Source: an optimization exercise on an open RTL-to-GDS flow (aim: small area, a short achievable clock period and few clock cycles per item). Production flows keep margins and buffers that such runs may drop. No functional check of the RTL was part of this run.

<file path="design.v">
module tally_shift_rom (
    input  wire [7:0]  k,
    output reg  [63:0] val
);
    always @(*) begin
        case (k)
            8'd0: val = 64'h0000000000000001;
            8'd1: val = 64'h5f6843ca540df020;
            8'd2: val = 64'h05cf79dea9ac37d6;
            8'd3: val = 64'hd6b62044b4220e89;
            8'd4: val = 64'h7f52691a60ddc70d;
            8'd5: val = 64'hc6c595871b7cf659;
            8'd6: val = 64'hbef8a9112e5d3e65;
            8'd7: val = 64'h21ea09c2460d1d80;
            8'd8: val = 64'h1c6ffb45e31ea184;
            8'd9: val = 64'h45cd16fbff4e1db5;
            8'd10: val = 64'h47440688fcca98a5;
            8'd11: val = 64'he6e7e5eed57042f8;
            8'd12: val = 64'h0d9f9899510eeff5;
            8'd13: val = 64'h20a8c24fcad2911e;
            8'd14: val = 64'h4950a58ebbe8ce38;
            8'd15: val = 64'h962c8d2a8333f02e;
            8'd16: val = 64'h4f3abb24f049ddb6;
            8'd17: val = 64'hedd2767a3ce1dfc5;
            8'd18: val = 64'hed36c26af01bc941;
            8'd19: val = 64'h8bc7373b7b2ccf10;
            8'd20: val = 64'hd1919dd6877d7d4e;
            8'd21: val = 64'h29d560452f5b8916;
            8'd22: val = 64'h9064ba06104fdc12;
            8'd23: val = 64'ha8c579e5124ae41c;
            8'd24: val = 64'h7b5e583745dfa914;
            8'd25: val = 64'h8a5e0cd0fd558556;
            8'd26: val = 64'h7566f66c7da271ef;
            8'd27: val = 64'hff0c3c6b46653951;
            8'd28: val = 64'h60dd22d2bbd292a9;
            8'd29: val = 64'hf397a7d82f030aaf;
            8'd30: val = 64'h637eebb8ff328bcf;
            8'd31: val = 64'he4afc6ff31309491;
            8'd32: val = 64'had7ab2db3f30285e;
            8'd33: val = 64'hd7938be97df348fa;
            8'd34: val = 64'h6f9bb3cc4bf7cd7c;
            8'd35: val = 64'ha398ad24e5937fab;
            8'd36: val = 64'h0679943a24ce5ac5;
            8'd37: val = 64'hb24f04173f86cae4;
            8'd38: val = 64'h2fc982ba7930a846;
            8'd39: val = 64'hfa5d3e9be2e9acfe;
            8'd40: val = 64'he59d5827b647e276;
            8'd41: val = 64'heb7ddcaa06f188e6;
            8'd42: val = 64'ha67367df8320d4aa;
            8'd43: val = 64'hc939c2b98a961e22;
            8'd44: val = 64'h1a6c035028ffd10f;
            8'd45: val = 64'hcf1ccac015004309;
            8'd46: val = 64'hfef8ce1ae78a6737;
            8'd47: val = 64'h2b2d94d20b2c66c6;
            8'd48: val = 64'h2c4bde843cdeb5f7;
            8'd49: val = 64'h56fc778a67d8ac51;
            8'd50: val = 64'h01318185a5a251af;
            8'd51: val = 64'h08b951097ffa4365;
            8'd52: val = 64'h1bc7efe4aa2fb6ab;
            8'd53: val = 64'hc79df3082e6004a4;
            8'd54: val = 64'h043039eab137f969;
            8'd55: val = 64'h852eb32325e1596b;
            8'd56: val = 64'h3c488121168a1ce1;
            8'd57: val = 64'h652a06b101c568b4;
            8'd58: val = 64'h45f00e3fc6f6f477;
            8'd59: val = 64'h880b0c0953667712;
            8'd60: val = 64'he136517f5dacef91;
            8'd61: val = 64'h34995e0dd9e385e5;
            8'd62: val = 64'h6d55d963ba23b807;
            8'd63: val = 64'hc10d934815e18d81;
            8'd64: val = 64'hdea023d37a0ecd82;
            8'd65: val = 64'h712416107d8c40f7;
            8'd66: val = 64'ha19d0d142aabdbb7;
            8'd67: val = 64'h39c1b67432a5a789;
            8'd68: val = 64'h778bf0ad0b52a6b1;
            8'd69: val = 64'h1468a1aa307f6f42;
            8'd70: val = 64'h0a972481fa68e3f6;
            8'd71: val = 64'had4199529b01a5a7;
            8'd72: val = 64'hc8c928681ecb02c7;
            8'd73: val = 64'h991e2bde09633ca2;
            8'd74: val = 64'he79a6eb085a53276;
            8'd75: val = 64'h015232b6c3081ab9;
            8'd76: val = 64'ha5a648670fbcaab9;
            8'd77: val = 64'h0c1750a12f2d6961;
            8'd78: val = 64'h596b264c78cd378b;
            8'd79: val = 64'h3a42463f9b840ec3;
            8'd80: val = 64'hf8cff92b86700164;
            8'd81: val = 64'h7284674595897561;
            8'd82: val = 64'ha3a3e76006bc699c;
            8'd83: val = 64'h8712933acb4d09a9;
            8'd84: val = 64'hd477a1eaa5f63cea;
            8'd85: val = 64'h2657602e3154ca2a;
            8'd86: val = 64'h7e641814dba6b35e;
            8'd87: val = 64'h0e6994dd04fde0b4;
            8'd88: val = 64'hc54efe8eb6a72ba6;
            8'd89: val = 64'h5786be7a6cd31fbe;
            8'd90: val = 64'h5e3b233af690c581;
            8'd91: val = 64'h4096d836997a6dc5;
            8'd92: val = 64'he55228a16fcfde88;
            8'd93: val = 64'hc57b7e1453398e57;
            8'd94: val = 64'h46b526ffba0b4d44;
            8'd95: val = 64'h2020f4780e6b92a8;
            8'd96: val = 64'h56b0aca53c0fd601;
            8'd97: val = 64'h06e704e1bab27243;
            8'd98: val = 64'h0fcd1660827c9688;
            8'd99: val = 64'h49dad825a3635ed6;
            8'd100: val = 64'h5549b6e1ca5821ca;
            8'd101: val = 64'h0c8a314b04883802;
            8'd102: val = 64'hcff2c24fedb56eeb;
            8'd103: val = 64'h25f825fe3cb24624;
            8'd104: val = 64'h81191cafbd2de249;
            8'd105: val = 64'h2edbdb484a45675a;
            8'd106: val = 64'h9d4a9b99cdeccab8;
            8'd107: val = 64'h99b46c24eee4fe8b;
            8'd108: val = 64'hea3d7e642e1f3155;
            8'd109: val = 64'hdc863b40c106ec45;
            8'd110: val = 64'hb976c63815330676;
            8'd111: val = 64'h9c04e5c732ee4a4b;
            8'd112: val = 64'h0c798cadc7057f3a;
            8'd113: val = 64'had5df27986dafe27;
            8'd114: val = 64'hbf8d155fb2b0fc1b;
            8'd115: val = 64'h7f48d5062fed904d;
            8'd116: val = 64'hea2b7a414b7f0b34;
            8'd117: val = 64'h8fed298d05fc3dc0;
            8'd118: val = 64'h346213beeeb8ffe8;
            8'd119: val = 64'h81f13627fd0fbb4f;
            8'd120: val = 64'h21e471eea0e24edf;
            8'd121: val = 64'hf28c57f7c1837837;
            8'd122: val = 64'hadedf57e25913faa;
            8'd123: val = 64'he5532d45276aedad;
            8'd124: val = 64'hacfcdab15fe28b95;
            8'd125: val = 64'hfdc84460de684976;
            8'd126: val = 64'h938e65c4a4bf08dc;
            8'd127: val = 64'h4adc286b30e6773e;
            8'd128: val = 64'h578353356a6d562b;
            8'd129: val = 64'h13e11beab08fd35f;
            8'd130: val = 64'hf88d447a9e596d7c;
            8'd131: val = 64'h708e5b94209373a5;
            8'd132: val = 64'hd13d2e1f610e69f7;
            8'd133: val = 64'hb6d7cdc4a0175e07;
            8'd134: val = 64'hdc78324d4d6f2bfb;
            8'd135: val = 64'h115bfef6c2d46af3;
            8'd136: val = 64'hd1a82ff9f78b3d0b;
            8'd137: val = 64'hb3952e4233ea8e80;
            8'd138: val = 64'h27eba3078edd80a4;
            8'd139: val = 64'h2314c03ef36506a7;
            8'd140: val = 64'hb481701ecd0b3f84;
            8'd141: val = 64'heefba38e5924d2d7;
            8'd142: val = 64'hf90512aca054fd79;
            8'd143: val = 64'he1128a424baa4f64;
            8'd144: val = 64'h896608f7378eb152;
            8'd145: val = 64'h93578efaeedb7beb;
            8'd146: val = 64'hca7325dda8d5c3a1;
            8'd147: val = 64'h9be87cb107fc0a93;
            8'd148: val = 64'h284b430c593aaaaf;
            8'd149: val = 64'h1bf0ce93f4e14521;
            8'd150: val = 64'h7b263d956d9d123e;
            8'd151: val = 64'hc36fb86e34770818;
            8'd152: val = 64'ha02f481caac34704;
            8'd153: val = 64'h1725e259290ec0ac;
            8'd154: val = 64'h9aabac843193f3a7;
            8'd155: val = 64'ha062d2f10135b424;
            8'd156: val = 64'h2e4aa0092642b64e;
            8'd157: val = 64'hee932cd7bfb5f5fa;
            8'd158: val = 64'hc7ab84256cde60e4;
            8'd159: val = 64'hac604bb4d1ab1cae;
            8'd160: val = 64'h0d244dd0eff0d896;
            8'd161: val = 64'h8f787dac53fd6190;
            8'd162: val = 64'h699eba679c8edd78;
            8'd163: val = 64'hff4ffc25237c9ea9;
            8'd164: val = 64'h0983e3119d562ebe;
            8'd165: val = 64'he513b187b3fe3282;
            8'd166: val = 64'h732f9cba8f47473d;
            8'd167: val = 64'he30ce239d19aad32;
            8'd168: val = 64'hd776bb63f2f65a51;
            8'd169: val = 64'h60b9ccd5090b9407;
            8'd170: val = 64'ha40b5a1c624c0e89;
            8'd171: val = 64'h6af8356dc7ea45ed;
            8'd172: val = 64'h78ea9afe02e245f8;
            8'd173: val = 64'h409406060875ae4d;
            8'd174: val = 64'hc8cb9c3d62df452c;
            8'd175: val = 64'hf7adaf3ed9badf29;
            8'd176: val = 64'hf2b3ef93fbe7db73;
            8'd177: val = 64'h314e4f6b34b11fe2;
            8'd178: val = 64'had82d23483648f1e;
            8'd179: val = 64'h336b8ec2137125c4;
            8'd180: val = 64'hb86eee8db52a3c60;
            8'd181: val = 64'h6771a1363d13d687;
            8'd182: val = 64'he3edbc786d6447e3;
            8'd183: val = 64'hdce004409cae28d2;
            8'd184: val = 64'h2a2dfae109d7ce13;
            8'd185: val = 64'h84ad76ff280db354;
            8'd186: val = 64'hb5a220f99bd751c9;
            8'd187: val = 64'hf0b0252616d7388d;
            8'd188: val = 64'hb2f39c229848bdcc;
            8'd189: val = 64'h1f9abfa1d158369b;
            8'd190: val = 64'h52c000d5aa197cb5;
            8'd191: val = 64'h815ea66849566017;
            8'd192: val = 64'h35608edc19b78a00;
            8'd193: val = 64'hd55ddb24d32e3f3c;
            8'd194: val = 64'h28369521d0b32c00;
            8'd195: val = 64'hea7ea640333241eb;
            8'd196: val = 64'h355282ffe36ce6b1;
            8'd197: val = 64'h3a1a9fa3de61f7f5;
            8'd198: val = 64'h0176e394ac4388ee;
            8'd199: val = 64'h9a2c9047f7376ec1;
            8'd200: val = 64'h398cd037400d4d09;
            8'd201: val = 64'h2c9ff44dfa2982c3;
            8'd202: val = 64'h8f365c22cf1a0954;
            8'd203: val = 64'hdd463ec1b040b049;
            8'd204: val = 64'haa404266e11d5ef4;
            8'd205: val = 64'h10f059a5dc23091e;
            8'd206: val = 64'h3824fdd831100954;
            8'd207: val = 64'hc7a00b07b614fbff;
            8'd208: val = 64'h7d986504ca7d91e8;
            8'd209: val = 64'h77e246cb50c2e2fa;
            8'd210: val = 64'hc536f530df686fae;
            8'd211: val = 64'h894a1e86e481e6d6;
            8'd212: val = 64'h48a62d3f845237cb;
            8'd213: val = 64'hb50ef98dd7bd8879;
            8'd214: val = 64'hb10112e66981c414;
            8'd215: val = 64'h569fa6561f0b0d09;
            8'd216: val = 64'hb56fb786bbe41f5a;
            8'd217: val = 64'h2cccbc354693dd6f;
            8'd218: val = 64'hcd4ecfb93c3c5122;
            8'd219: val = 64'hc63effa8ee2e741f;
            8'd220: val = 64'h5595e3a3ec2ba29c;
            8'd221: val = 64'he4adaac0e9ede1ef;
            8'd222: val = 64'h8899f994642f5fdd;
            8'd223: val = 64'h7ce4386162809ee3;
            8'd224: val = 64'h498760ea9d4bcf9f;
            8'd225: val = 64'h5124273a8478b09b;
            8'd226: val = 64'hb47783576fe89e50;
            8'd227: val = 64'h239a4ad0781880b0;
            8'd228: val = 64'hd44091b8e7e542a3;
            8'd229: val = 64'h13aae3e71a46621e;
            8'd230: val = 64'h333fed11014050f1;
            8'd231: val = 64'ha3626099b82951ac;
            8'd232: val = 64'h931d226aac0feb3e;
            8'd233: val = 64'hb51e1418dcef10ec;
            8'd234: val = 64'h70a1c60b9a98c63d;
            8'd235: val = 64'hf8c20226958a2a75;
            8'd236: val = 64'hc11df2581bf08a49;
            8'd237: val = 64'hda2e06593bdf6369;
            8'd238: val = 64'h1fdbfa86186eaf12;
            8'd239: val = 64'h6fa86b88b7c186f7;
            8'd240: val = 64'h1f81af7ee88fac70;
            8'd241: val = 64'h935f87b08437f9bf;
            8'd242: val = 64'hd6f155291028cba6;
            8'd243: val = 64'he1b53ead8bfde285;
            8'd244: val = 64'h581ca0679a4d19fd;
            8'd245: val = 64'hf68e7345460a20bf;
            8'd246: val = 64'h35dda533e27f4793;
            8'd247: val = 64'h2eb818de50f19c0a;
            8'd248: val = 64'h2e1f728512e7dd5b;
            8'd249: val = 64'h688da7102f45bdb2;
            8'd250: val = 64'h05751504d3f83f5c;
            8'd251: val = 64'h9d4940d6fe87b5f8;
            8'd252: val = 64'hee449f403b22545f;
            8'd253: val = 64'h242316f2aab3ae72;
            8'd254: val = 64'h835108a1c35c0b50;
            8'd255: val = 64'h2d7416424198616c;
            default: val = 64'h0;
        endcase
    end
endmodule
module tally_unit (
    input  wire        clk,
    input  wire        rst,
    input  wire        in_valid,
    output wire        in_ready,
    input  wire [7:0]  in_j,
    input  wire [63:0] in_crc_old,
    input  wire [63:0] in_old,
    input  wire [63:0] in_new,
    output wire        out_valid,
    input  wire        out_ready,
    output reg  [63:0] out_crc
);
    localparam [63:0] POLY = 64'h42F0_E1EB_A9EA_3693;
    localparam [1:0] S_LOAD = 2'd0,
                     S_MUL  = 2'd1,
                     S_OUT  = 2'd2;
    function [63:0] crc64_word;
        input [63:0] crc;
        input [63:0] data;
        integer i;
        reg [63:0] r;
        begin
            r = crc;
            for (i = 63; i >= 0; i = i - 1)
                r = {r[62:0], 1'b0} ^ ((r[63] ^ data[i]) ? POLY : 64'h0);
            crc64_word = r;
        end
    endfunction
    function [63:0] mulmod_step;
        input [63:0] r0;
        input [63:0] a;
        input [7:0]  d;
        integer i;
        reg [63:0] r;
        begin
            r = r0;
            for (i = 7; i >= 0; i = i - 1)
                r = {r[62:0], 1'b0} ^ (r[63] ? POLY : 64'h0) ^ (d[i] ? a : 64'h0);
            mulmod_step = r;
        end
    endfunction
    reg [1:0]  state;
    reg [2:0]  cnt;           
    reg [7:0]  j_q;
    reg [63:0] crc_old_q;
    reg [63:0] t_q;           
    reg [63:0] prod_q;        
    wire [63:0] shift_val;
    tally_shift_rom u_rom (
        .k   (8'd255 - j_q),
        .val (shift_val)
    );
    wire [7:0] shift_byte = shift_val[8*(7 - cnt) +: 8];
    assign in_ready  = (state == S_LOAD);
    assign out_valid = (state == S_OUT);
    wire [63:0] delta = in_old ^ in_new;
    always @(posedge clk) begin
        if (rst) begin
            state <= S_LOAD;
            cnt   <= 3'd0;
        end else begin
            case (state)
                S_LOAD: begin
                    if (in_valid) begin
                        if (cnt == 3'd0) begin
                            j_q       <= in_j;
                            crc_old_q <= in_crc_old;
                            t_q       <= crc64_word(64'h0, delta);
                        end else begin
                            t_q       <= crc64_word(t_q, delta);
                        end
                        cnt <= cnt + 3'd1;
                        if (cnt == 3'd7) begin
                            prod_q <= 64'h0;
                            state  <= S_MUL;
                        end
                    end
                end
                S_MUL: begin
                    prod_q <= mulmod_step(prod_q, t_q, shift_byte);
                    cnt    <= cnt + 3'd1;
                    if (cnt == 3'd7) begin
                        out_crc <= crc_old_q ^ mulmod_step(prod_q, t_q, shift_byte);
                        state   <= S_OUT;
                    end
                end
                S_OUT: begin
                    if (out_ready)
                        state <= S_LOAD;
                end
                default: state <= S_LOAD;
            endcase
        end
    end
endmodule
</file>
<file path="run.sh">
#!/bin/bash
# synth_recipe.tcl (not shown) runs the flow's synth.tcl, then flattens the netlist and writes it again
# the make line also repeats each setting of config.mk as NAME=value (left out here)
make -C /OpenROAD-flow-scripts/flow DESIGN_CONFIG=/design/flow/config.mk WORK_HOME=/design/flow/orfs CLKGATE_MAP_FILE= SYNTH_SCRIPT=/design/flow/synth_recipe.tcl finish
</file>
<file path="config.mk">
export PLATFORM = sky130hd
export DESIGN_NAME = tally_unit
export DESIGN_NICKNAME = tally_unit
export VERILOG_FILES = /design/flow/design.v
export SDC_FILE = /design/flow/constraint.sdc
export NUM_CORES = 4
export LEC_CHECK = 0
export CAP_MARGIN = 20
export CORE_MARGIN = 2
export CORE_UTILIZATION = 20
export PLACE_DENSITY = 0.35
export SLEW_MARGIN = 20
export SYNTH_MEMORY_MAX_BITS = 16384
</file>
<file path="constraint.sdc">
create_clock -name core_clock -period 12.0 [get_ports {clk}]
set_input_delay 2.4000 -clock core_clock [delete_from_list [all_inputs] [get_ports {clk}]]
set_output_delay 2.4000 -clock core_clock [all_outputs]
set_load 0.01 [all_outputs]
</file>
==> out/results.tsv <==
metric	value	unit
avgSynthCellArea	9.08	sq um
netlist_top_cells_count	xnor2_1 (1874), nand2_1 (829), xor2_1 (445)	
setup-violations-final	0	
design.die.area	322000	sq um
cts_buffer_depth	3	
fmax	86.4	MHz
clk_latency	0.70	ns
final_util	24.2	%
start_util	20.1	%
stdcell_area	76300	sq um
ys_types	85	
coreArea	315000	sq um
wirelength	510	mm
gr-usage-all-layers	30.8	%
htree_levels	2	
critPathMaxStageDelay	0.71	ns
startpoint_type	input pin	
grt_overflow_total	0	
setup_ws	0.425	ns
cts-root-buf	clkbuf_16	
cpMostUsedCell	xnor3_1	
cp-end-kind	flip-flop	
ys_async_sr_fraction	0	%
numCtsBuffers	38	
fin_crit_sh	96.5	%
place_congestion	1.09	
fin_crit	11.58	ns
grt_pass1_vias	60800	
drc_errors	0	
rsz0062_at_grt	false	
fillers	34200	
first_pass_iters	6	
ant_nets	0	
critPathTopFamily	XOR/XNOR gates	
whs	0.545	ns
grt_max_degree	140	
cp.arrival	11.93	ns
syn_to_final_growth	20.2	%
syn-num-nets	7233	
placed_area	74700	sq um
status	finished clean	
finClkSkew	0.0810	ns
cts_hold_buf	0	
syn-cell-area	63500	sq um
synth_seq_cells	269	
yosysWarnings	2	
slowest_stage	xnor3_1	
cts_tree	built	
die_y	567	um
num_rows	206	
hold_viol_final	0	
synth_edf_count	264	
required	12.36	ns
post_cts_resized	0	
slew_headroom	8.13	%
worstPathMaxFanout	12	
synth.area.top_cells	xnor2_1 (26%), xnor3_1 (15%), edfxtp_1 (12%)	
worst_slew_pin_slew	1.37	ns
cp_cell_sequence	clkdlybuf4s50_1 > xnor3_2 > xnor2_2 > xnor3_1 > xor2_1 > xnor3_1 > xnor3_1 > xnor3_1 > xor2_1 > xnor3_1 > xnor2_2 > xnor3_1 > xor3_2 > xnor3_2 > xnor3_2 > xor2_2 > xor2_2 > buf_4 > buf_4 > xnor2_1 > mux2i_1	
path_buf_inv	3	
post-place-ws	-0.0598	ns
cap_violations	0	
die_w	567	um
io_buffers	269	
hold_path.class	reg -> reg	
drive_above_1_share	15.4	%
path_class	in -> reg	
clk_pin_slew	0.06	ns
synth_top_area_share	25.9	%
viasPerCell	5.39	
yosysMostFrequentCell	xnor2_1	
drt_iter0_drc	8989	
slew_violations	0	
synthCells	6988	
nets	7630	
synth_area_leader_cell	xnor2_1	
grt_pass1_wl	655	mm
ios	270	
antenna_found_initial	80	
cts_sinks	269	
wl_per_cell	43.8	um
synth_seq_area_share	12.6	%
post-cts-setup-buffer-count	0	
routed-via-count	62800	
ys.flop_type	edfxtp_1	
dp.final_hpwl	396	mm
[registers in the layout, indices dropped and copies added, names as in the netlist]
name       count
j_q            8
state          2
t_q           64
prod_q        64
out_crc       64
crc_old_q     64
cnt            3
[worst reg2reg max path, stage by stage (launching register included)]
cell and delay [ns]:
edfxtp_1 1.04, xor3_1 0.86, buf_4 0.31, xnor3_1 0.69
xor3_1 0.40, xnor3_1 0.37, xnor2_1 0.39, xnor3_1 0.35
xnor3_2 0.51, xnor3_2 0.56, xnor2_2 0.19, buf_4 0.18
xnor2_2 0.44, xnor3_1 0.70, xor3_2 0.56, xnor3_2 0.55
xnor3_2 0.56, xor2_2 0.22, xor2_2 0.16, buf_4 0.19
buf_4 0.19, xnor2_1 0.40, mux2i_1 0.13
[final cells by class]
class | count | area, sq um | area share, %
multi-input cells | 6082 | 53400 | 70.0
repair buffers | 958 | 8080 | 10.6
flip-flops and latches | 269 | 8030 | 10.5
well taps | 4160 | 5200 | 6.83
clock buffers | 40 | 958 | 1.26
clock inverters | 28 | 317 | 0.415
diodes | 66 | 165 | 0.217
inverters | 36 | 146 | 0.192
[per-layer routing]
layer / vias up / wire [um] / global-route usage, % / share of wire (%)
li1: 25100 / - / - / -
met1: 31900 / 199000 / 37.1 / 39
met2: 4333 / 219000 / 46.0 / 43
met3: 1343 / 46200 / 8.77 / 9.0
met4: 32 / 46300 / 23.9 / 9.1
met5: - / 245 / 0 / 0.048
[through the flow]
step | setup TNS [ns] | std cells
after floorplan | 0 | 6988
after global placement | -0.309 | 11500
after detailed placement | -0.173 | 11500
after CTS | 0 | 11600
after global routing | 0 | 11600
final | 0 | 11600
[cells in the final DEF, fill, tap and decap left out, types with 26 or more instances in the layout]
cell type        count
xnor2_1           1867
nand2_1            823
buf_4              670
xor2_1             445
xnor3_1            424
nor2_1             386
o21ai_0            290
clkdlybuf4s50_1    269
a21oi_1            268
edfxtp_1           264
mux4_2             119
nor3_1             100
o211ai_1            92
a31oi_1             87
a211oi_1            86
nand3_1             77
diode_2             66
mux2i_1             58
nand2b_1            58
xnor2_2             57
xor3_1              52
o311ai_0            44
o22ai_1             42
a311oi_1            41
o31ai_1             38
clkbuf_16           38
o221ai_1            37
nor2b_1             34
ha_1                33
inv_1               29
xnor3_2             26
[worst paths after layout]
| path | from | to | slack [ns] | cells after the start |
|---|---|---|---|---|
| worst min register to register | crc_old_q[6] | out_crc[6] | 0.54 | 1 |
| worst max register to register | t_q[60] | t_q[39] | 1.80 | 22 |
| worst max-delay path | in_new[58] | t_q[39] | 0.42 | 21 |
| worst min-delay path | crc_old_q[6] | out_crc[6] | 0.54 | 1 |
[logic make-up (layout without fill, tap and decap cells)]
logic type	after synthesis	count (layout)	share of synthesized area [%]
compound gates	1306	1306	13.7
xor+xnor	2908	2908	52.5
fa+ha+maj	41	41	0.808
buf+inv	637	1062	3.96
flops	269	269	12.6
mux	198	198	5.51
other cells	0	66	0
simple gates	1629	1629	10.9

[afterwards: timing with drivers on the ports]
No port has a modelled driver above. Below, the same layout with a new extraction and two added sets of constraints. Step 1 assumes that a clkbuf_16 drives the clock port and a buf_2 every other input. Step 2 moves the port delays by t, midway between the first and last clock arrival at a register: inputs arrive t later, outputs are due t later. That takes back most of the time a late clock gives input paths. a / b / c = no drivers / after step 1 / after step 2; a / b = the first two.
t, ns: 0.754
slack for setup (ns): 0.425 / 0.481 / -0.273
hold slack, ns: 0.545 / 0.545 / 0.545
With both steps, setup timing fails in this run, where it was met with ideal ports. The setup slack of this run moves by +0.056 ns with the drivers and by -0.698 ns with both steps.
